What follows belongs to an exercise in optimizing a design on an open flow for small area; a production flow would make more cautious choices. Function not checked in this run: the RTL went through the layout flow alone.

**config.mk**
```make
export PLATFORM = sky130hd
export DESIGN_NAME = treadle_law
export DESIGN_NICKNAME = treadle_law
export VERILOG_FILES = /design/flow/design.v
export SDC_FILE = /design/flow/constraint.sdc
export NUM_CORES = 4
export LEC_CHECK = 0
export CAP_MARGIN = 20
export CORE_MARGIN = 2
export CORE_UTILIZATION = 40
export SLEW_MARGIN = 20
```
**constraint.sdc**
```tcl
create_clock -name core_clock -period 10.0 [get_ports {clk}]
set_input_delay 2.0000 -clock core_clock [delete_from_list [all_inputs] [get_ports {clk}]]
set_output_delay 2.0000 -clock core_clock [all_outputs]
set_load 0.01 [all_outputs]
```
**design.v**
```verilog
module treadle_law (
    input  wire               clk,
    input  wire               rst,       
    input  wire               sample,    
    input  wire               first,     
    input  wire               bias,      
    input  wire signed [31:0] r,
    input  wire signed [31:0] y,
    input  wire signed [23:0] kp,
    input  wire signed [23:0] ki,
    input  wire signed [23:0] kd,
    input  wire signed [23:0] kf,
    input  wire        [4:0]  shift,
    input  wire        [15:0] u0,
    input  wire        [15:0] umin,
    input  wire        [15:0] umax,
    output reg         [15:0] u,
    output reg                upd,       
    output reg                sat,
    output reg                hold
);
    localparam signed [32:0] E_MAX = 33'sd2147483647;
    localparam signed [56:0] I_MAX = 57'sd140737488355327;    
    localparam signed [31:0] BIAS_LIMIT = 32'sd35000;
    localparam [6:0] LATENCY = 7'd64;
    reg signed [47:0] integ;      
    reg signed [31:0] y_prev;
    reg               started;    
    reg               busy;
    reg        [6:0]  cnt;
    reg signed [31:0] r_q, y_q, yp_q;
    reg signed [23:0] kp_q, ki_q, kd_q, kf_q;
    reg        [4:0]  shift_q;
    reg        [15:0] u0_q, umin_q, umax_q;
    reg               bias_q;
    reg signed [47:0] i_q;
    wire signed [32:0] e_full  = {r_q[31], r_q} - {y_q[31], y_q};
    wire signed [32:0] dy_full = {y_q[31], y_q} - {yp_q[31], yp_q};
    wire signed [31:0] e_sat   = (e_full  >  E_MAX) ? E_MAX[31:0] :
                                 (e_full  < -E_MAX) ? -E_MAX[31:0] : e_full[31:0];
    wire signed [31:0] dy_sat  = (dy_full >  E_MAX) ? E_MAX[31:0] :
                                 (dy_full < -E_MAX) ? -E_MAX[31:0] : dy_full[31:0];
    reg  signed [31:0] e_s1, dy_s1;
    reg  signed [55:0] p_kp, p_ki, p_kd, p_kf;
    wire signed [56:0] i_sum = {{9{i_q[47]}}, i_q} + {p_ki[55], p_ki};
    wire signed [47:0] i_sat = (i_sum >  I_MAX) ? I_MAX[47:0] :
                               (i_sum < -I_MAX) ? -I_MAX[47:0] : i_sum[47:0];
    reg  signed [47:0] i_try;
    wire signed [63:0] acc_sum = {{8{p_kp[55]}}, p_kp} + {{16{i_try[47]}}, i_try}
                               + {{8{p_kd[55]}}, p_kd} + {{8{p_kf[55]}}, p_kf};
    reg  signed [63:0] acc;
    wire signed [63:0] v      = (acc >>> shift_q) + $signed({48'd0, u0_q});
    wire               v_hi   = v > $signed({48'd0, umax_q});
    wire               v_lo   = v < $signed({48'd0, umin_q});
    wire               e_pos  = e_s1 > 32'sd0;
    wire               e_neg  = e_s1 < 32'sd0;
    wire               cutoff = bias_q && (y_q > BIAS_LIMIT);
    reg        [15:0] u_res;
    reg               sat_res, hold_res;
    always @(posedge clk) begin
        if (rst) begin
            busy     <= 1'b0;
            cnt      <= 7'd0;
            started  <= 1'b0;
            integ    <= 48'sd0;
            y_prev   <= 32'sd0;
            u        <= 16'd0;
            upd      <= 1'b0;
            sat      <= 1'b0;
            hold     <= 1'b0;
        end else begin
            upd <= 1'b0;
            if (sample && !busy) begin
                busy    <= 1'b1;
                cnt     <= 7'd1;
                started <= 1'b1;
                r_q     <= r;
                y_q     <= y;
                kp_q    <= kp;
                ki_q    <= ki;
                kd_q    <= kd;
                kf_q    <= kf;
                shift_q <= shift;
                u0_q    <= u0;
                umin_q  <= umin;
                umax_q  <= umax;
                bias_q  <= bias;
                if (first || !started) begin
                    i_q  <= 48'sd0;
                    yp_q <= y;
                end else begin
                    i_q  <= integ;
                    yp_q <= y_prev;
                end
            end else if (busy) begin
                cnt <= cnt + 7'd1;
                case (cnt)
                    7'd1: begin
                        e_s1  <= e_sat;
                        dy_s1 <= dy_sat;
                    end
                    7'd2: begin
                        p_kp <= kp_q * e_s1;
                        p_ki <= ki_q * e_s1;
                        p_kd <= kd_q * dy_s1;
                        p_kf <= kf_q * r_q;
                    end
                    7'd3: begin
                        i_try <= i_sat;
                    end
                    7'd4: begin
                        acc <= acc_sum;
                    end
                    7'd5: begin
                        if (cutoff) begin
                            u_res    <= 16'd0;
                            sat_res  <= 1'b1;
                            hold_res <= e_pos;
                        end else if (v_hi) begin
                            u_res    <= umax_q;
                            sat_res  <= 1'b1;
                            hold_res <= e_pos;
                        end else if (v_lo) begin
                            u_res    <= umin_q;
                            sat_res  <= 1'b1;
                            hold_res <= e_neg;
                        end else begin
                            u_res    <= v[15:0];
                            sat_res  <= 1'b0;
                            hold_res <= 1'b0;
                        end
                    end
                    7'd6: begin
                        integ  <= hold_res ? i_q : i_try;
                        y_prev <= y_q;
                    end
                    default: ;
                endcase
                if (cnt == LATENCY - 7'd1) begin
                    busy <= 1'b0;
                    u    <= u_res;
                    sat  <= sat_res;
                    hold <= hold_res;
                    upd  <= 1'b1;
                end
            end
        end
    end
endmodule
```
**run.sh**
```bash
#!/bin/bash
# synth_recipe.tcl (not shown) runs the flow's synth.tcl, then flattens the netlist and writes it again
# the make line also repeats each setting of config.mk as NAME=value (left out here)
make -C /OpenROAD-flow-scripts/flow DESIGN_CONFIG=/design/flow/config.mk WORK_HOME=/design/flow/orfs CLKGATE_MAP_FILE= SYNTH_SCRIPT=/design/flow/synth_recipe.tcl finish
```
==> summary.md <==
| Metric | Value |
|---|---|
| Count of unique library cells instantiated by Yosys | `101` |
| Register-to-register setup slack | `800 ps` |
| Top Ports | `approximately 240` |
| Worst-Margin Slew | `roughly 1200 ps` |
| Final Skew | `122 ps` |
| Required time at the worst-slack endpoint | `10650 ps` |
| Proportion of synthesized chip area in sequential cells | `15.1%` |
| Hold-fix buffers at CTS | `0` |
| Clock network latency to the later pin of the worst-skew pair | `roughly 940 ps` |
| Netlist area before placement | `155000 um2` |
| Placer congestion estimate | `0.939` |
| Die extent in y | `627 um` |
| Port Buffers | `about 240` |
| Pin count of the biggest net entering global routing | `89` |
| Run status | `finished clean` |
| Via count of the first global-routing pass | `around 120k` |
| Upper clock frequency limit | `109 MHz` |
| Max-cap violations | `0` |
| Post-CTS setup buffer count | `0` |
| Number of detailed-routing iterations run before antenna repair | `8` |
| Endpoint, Worst Hold | `y_prev[0]` |
| Final hold vios | `0` |
| Largest fanout on the critical path | `24` |
| Global-route track usage on met3 | `2.70%` |
| Clock H-tree levels | `3` |
| Commonest register cell after synthesis | `sky130_fd_sc_hd__edfxtp_1` |
| TritonCTS clock tree | `done` |
| Nets | `20038` |
| CTS buffer count | `approximately 110` |
| Synth Area per Inst | `9.80 um2` |
| Post-synthesis register bit count | `roughly 820` |
| Final setup vio count | `0` |
| Proportion of layout cells with a drive suffix above 1 | `4.54%` |
| DR DRC count | `0` |
| Number of flops mapped to enable cells by yosys | `707` |
| Clock-pin transition on the worst setup and hold timing paths | `60 ps` |
| Max-slew violations | `0` |
| Die W | `627 um` |
| Gate count after technology mapping | `15848` |
| Total detailed-routing wirelength | `463000 um` |
| Final-layout fill cell count | `~37000` |
| Area of the core region | `386000 um2` |
| Warnings from Yosys | `1` |
| Number of nets with antenna violations after detailed routing | `0` |
| Cell depth of the worst hold path | `2` |
| Worst Hold Slack | `452 ps` |
| Total track usage | `24.1%` |
| Per-cell via count in the routed design | `5.22` |
| Resized cells post-CTS | `0` |
| Origin of the worst min-delay path | `y_prev[0]` |
| Synthesized netlist net count | `20144` |
| Cell depth of the worst flop-to-flop path | `26` |
| Critical Setup Path Class | `reg2reg` |
| Final worst-path cycle share | `~90%` |
| Critical path endpoint category | `flop` |
| Post-layout instance count excluding filler cells | `21025` |
| Total vias in the final route | `roughly 110k` |
| Average wire per standard cell | `around 22 um` |
| Wire length of the first global-routing pass | `719000 um` |
| Residual overflow from global routing | `0` |
| Crit Reg-Reg Endpoint | `p_kd[55]` |
| Global-route layer with the greatest usage | `met2` |
| Unrepaired setup endpoints after global routing | `false` |
| CTS Sinks | `815` |
| Area growth from synthesis to layout | `7.94%` |
| Nature of the critical path startpoint | `flop` |
| Async set-or-reset flop fraction in the synthesized netlist | `0%` |
| Final critical path time including I/O delays and setup | `9200 ps` |
| Number of core rows | `228` |
| Antenna violations before repair | `25` |
| Count of placed standard cells including taps | `20799` |
| Met2 Usage GRT | `39.5%` |
| Starting Density | `40.2%` |
| Critical Path AT | `9840 ps` |
| Global routing usage on met1 | `32.3%` |
| CTS Root Buffer Type | `sky130_fd_sc_hd__clkbuf_16` |
| Class of the tightest hold or removal check | `reg2reg` |
| Worst reg2reg path startpoint | `dy_s1[12]` |
| Clk buf depth | `4` |
| Die area | `a little under 400000 um2` |
| Sum of net half-perimeters after detailed placement | `378000 um` |
| Headroom to the max-slew limit | `18.2%` |
| Setup TNS after final layout | `0 ps` |
| Initial drt markers | `7873` |
-- metal layers --
metal  vias up  routed length, um
met4         4              24500
met5         -                 30
met1     57005             193000
met3       716              27600
met2      3502             218000
li1      48539                  -
-- Yosys cell counts, drive strengths merged, types with 108 or more instances --
cell type  number  area [um2]
nor2          420        1580
a21o          205        1540
nor2b         116         726
xor2          119        1040
a211oi        124         951
a21oi         448        2240
inv          3280       12300
xnor2         290        2540
nand2        1919        7200
o21ai         252        1260
fa           3249       65000
edfxtp        707       21200
mux2i         142        1420
and2         1528        9560
dfxtp         108        2160
nand3         119         596
ha            829       10400
clkbuf        705        2650
-- sequential cells by signal, summed over array words and instances (netlist names), 48 cells and up --
name   cells
integ     48
p_ki      56
i_try     48
p_kd      56
acc       59
i_q       48
p_kp      56
p_kf      56
-- worst max-delay path by stage --
| stage | startpoint | to | slack [ps] |
|---|---|---|---|
| 5_1_grt | dy_s1[13] | p_kd[55] | 360 |
| 6_report | dy_s1[12] | p_kd[55] | 800 |
| 3_5_place_dp | dy_s1[12] | p_kd[55] | 960 |
| 2_1_floorplan | rst | p_kd[0] | 1890 |
| 3_3_place_gp | dy_s1[13] | p_kd[55] | 960 |
| 4_1_cts | dy_s1[12] | p_kd[55] | 890 |
-- cells by family after synthesis --
kind of cell / after synthesis / share of synthesized area (%)
compound gates: 1580 / 6.76
xor+xnor: 409 / 2.31
fa+ha+maj: 4118 / 48.8
buf+inv: 4058 / 9.93
flops: 815 / 15.1
mux: 298 / 2.51
simple gates: 4570 / 14.6
-- cells in the final DEF (no fill, tap or decap), types with 20 or more instances in the layout --
cell type	instances
sky130_fd_sc_hd__edfxtp_1	707
sky130_fd_sc_hd__buf_12	22
sky130_fd_sc_hd__nor3_1	99
sky130_fd_sc_hd__nor2_1	418
sky130_fd_sc_hd__a21oi_1	447
sky130_fd_sc_hd__a31oi_1	46
sky130_fd_sc_hd__xor2_1	118
sky130_fd_sc_hd__a211oi_1	120
sky130_fd_sc_hd__mux2i_1	142
sky130_fd_sc_hd__xnor2_1	290
sky130_fd_sc_hd__a2111oi_0	24
sky130_fd_sc_hd__nor4_1	22
sky130_fd_sc_hd__nand4_1	48
sky130_fd_sc_hd__diode_2	20
sky130_fd_sc_hd__ha_1	829
sky130_fd_sc_hd__and2_1	1525
sky130_fd_sc_hd__buf_4	288
sky130_fd_sc_hd__o211ai_1	53
sky130_fd_sc_hd__mux2_2	91
sky130_fd_sc_hd__a21o_1	205
sky130_fd_sc_hd__or2_2	22
sky130_fd_sc_hd__or3_1	48
sky130_fd_sc_hd__dfxtp_1	108
sky130_fd_sc_hd__o21ai_0	248
sky130_fd_sc_hd__o21a_1	79
sky130_fd_sc_hd__nor2b_1	116
sky130_fd_sc_hd__o21bai_1	61
sky130_fd_sc_hd__fa_1	3249
sky130_fd_sc_hd__clkdlybuf4s50_1	235
sky130_fd_sc_hd__o31ai_1	26
sky130_fd_sc_hd__nand3_1	118
sky130_fd_sc_hd__inv_1	3279
sky130_fd_sc_hd__nand2b_1	101
sky130_fd_sc_hd__mux4_2	64
sky130_fd_sc_hd__clkbuf_16	109
sky130_fd_sc_hd__maj3_1	40
sky130_fd_sc_hd__nand2_1	1919
sky130_fd_sc_hd__and3_1	50
-- final cells by class --
class / instances / area [um2] / area share, %
tap: 5175 / 6470 / 3.86
timing repair buffer: 557 / 5150 / 3.07
sequential: 815 / 23400 / 14.0
clock inverter: 74 / 835 / 0.498
inverter: 3284 / 12300 / 7.36
multi-input combinational: 10975 / 117000 / 69.5
antenna: 20 / 50.0 / 0.0299
clock buffer: 125 / 2840 / 1.69
-- per-stage QoR --
stage	utilization, %	worst slack [ps]	instance area (um2)
after floorplan	-	1890	155000
after global placement	42.4	955	164000
after detailed placement	42.4	962	164000
after CTS	43.4	893	167000
after global routing	43.4	356	168000
final	43.4	803	168000
-- critical path, cell delays in order, from the launching register on --
cell                        delay, ps
sky130_fd_sc_hd__edfxtp_1        1110
sky130_fd_sc_hd__nand2_1          180
sky130_fd_sc_hd__fa_1             520
sky130_fd_sc_hd__fa_1             540
sky130_fd_sc_hd__inv_1             50
sky130_fd_sc_hd__fa_1             480
sky130_fd_sc_hd__fa_1             590
sky130_fd_sc_hd__fa_1             440
sky130_fd_sc_hd__fa_1             500
sky130_fd_sc_hd__inv_1             50
sky130_fd_sc_hd__fa_1             470
sky130_fd_sc_hd__inv_1             60
sky130_fd_sc_hd__ha_1             340
sky130_fd_sc_hd__a21o_1           170
sky130_fd_sc_hd__a21o_1           200
sky130_fd_sc_hd__a21o_1           200
sky130_fd_sc_hd__a21o_1           190
sky130_fd_sc_hd__a2111oi_0        540
sky130_fd_sc_hd__a211oi_1         300
sky130_fd_sc_hd__o21ai_0          430
sky130_fd_sc_hd__a21oi_1          120
sky130_fd_sc_hd__a2111oi_0        590
sky130_fd_sc_hd__o41a_1           310
sky130_fd_sc_hd__o21a_1           170
sky130_fd_sc_hd__o21ai_0          100
sky130_fd_sc_hd__a21oi_1          180
sky130_fd_sc_hd__xnor2_1           80

-- separate check: timing with driven ports --
In the flow no input, the clock included, has a driving cell. The finished layout below was timed again as built, in two steps.
Step 1 sets driving cells, clkbuf_16 on the clock port and buf_2 on the other inputs (assumed; they add their load-dependent delay and slew).
Step 2 moves the port delays by t, midway between the first and last clock arrival at a register: inputs arrive t later, outputs are due t later. That takes back most of the time a late clock gives input paths.
Slacks: no drivers / after step 1 / after step 2; pairs: no drivers / after step 1.
shift t [ns]: 0.988
setup WS [ns]: 0.803 / 0.803 / 0.803
worst setup path after step 2: register to register
worst register clock-pin slew, ns: 0.07 / 0.07
worst data-port slew with drivers (ns): 0.31
After both steps this run still meets setup and hold. For this run, drivers alone change the setup slack by 0.000 ns; drivers and shift together by 0.000 ns.
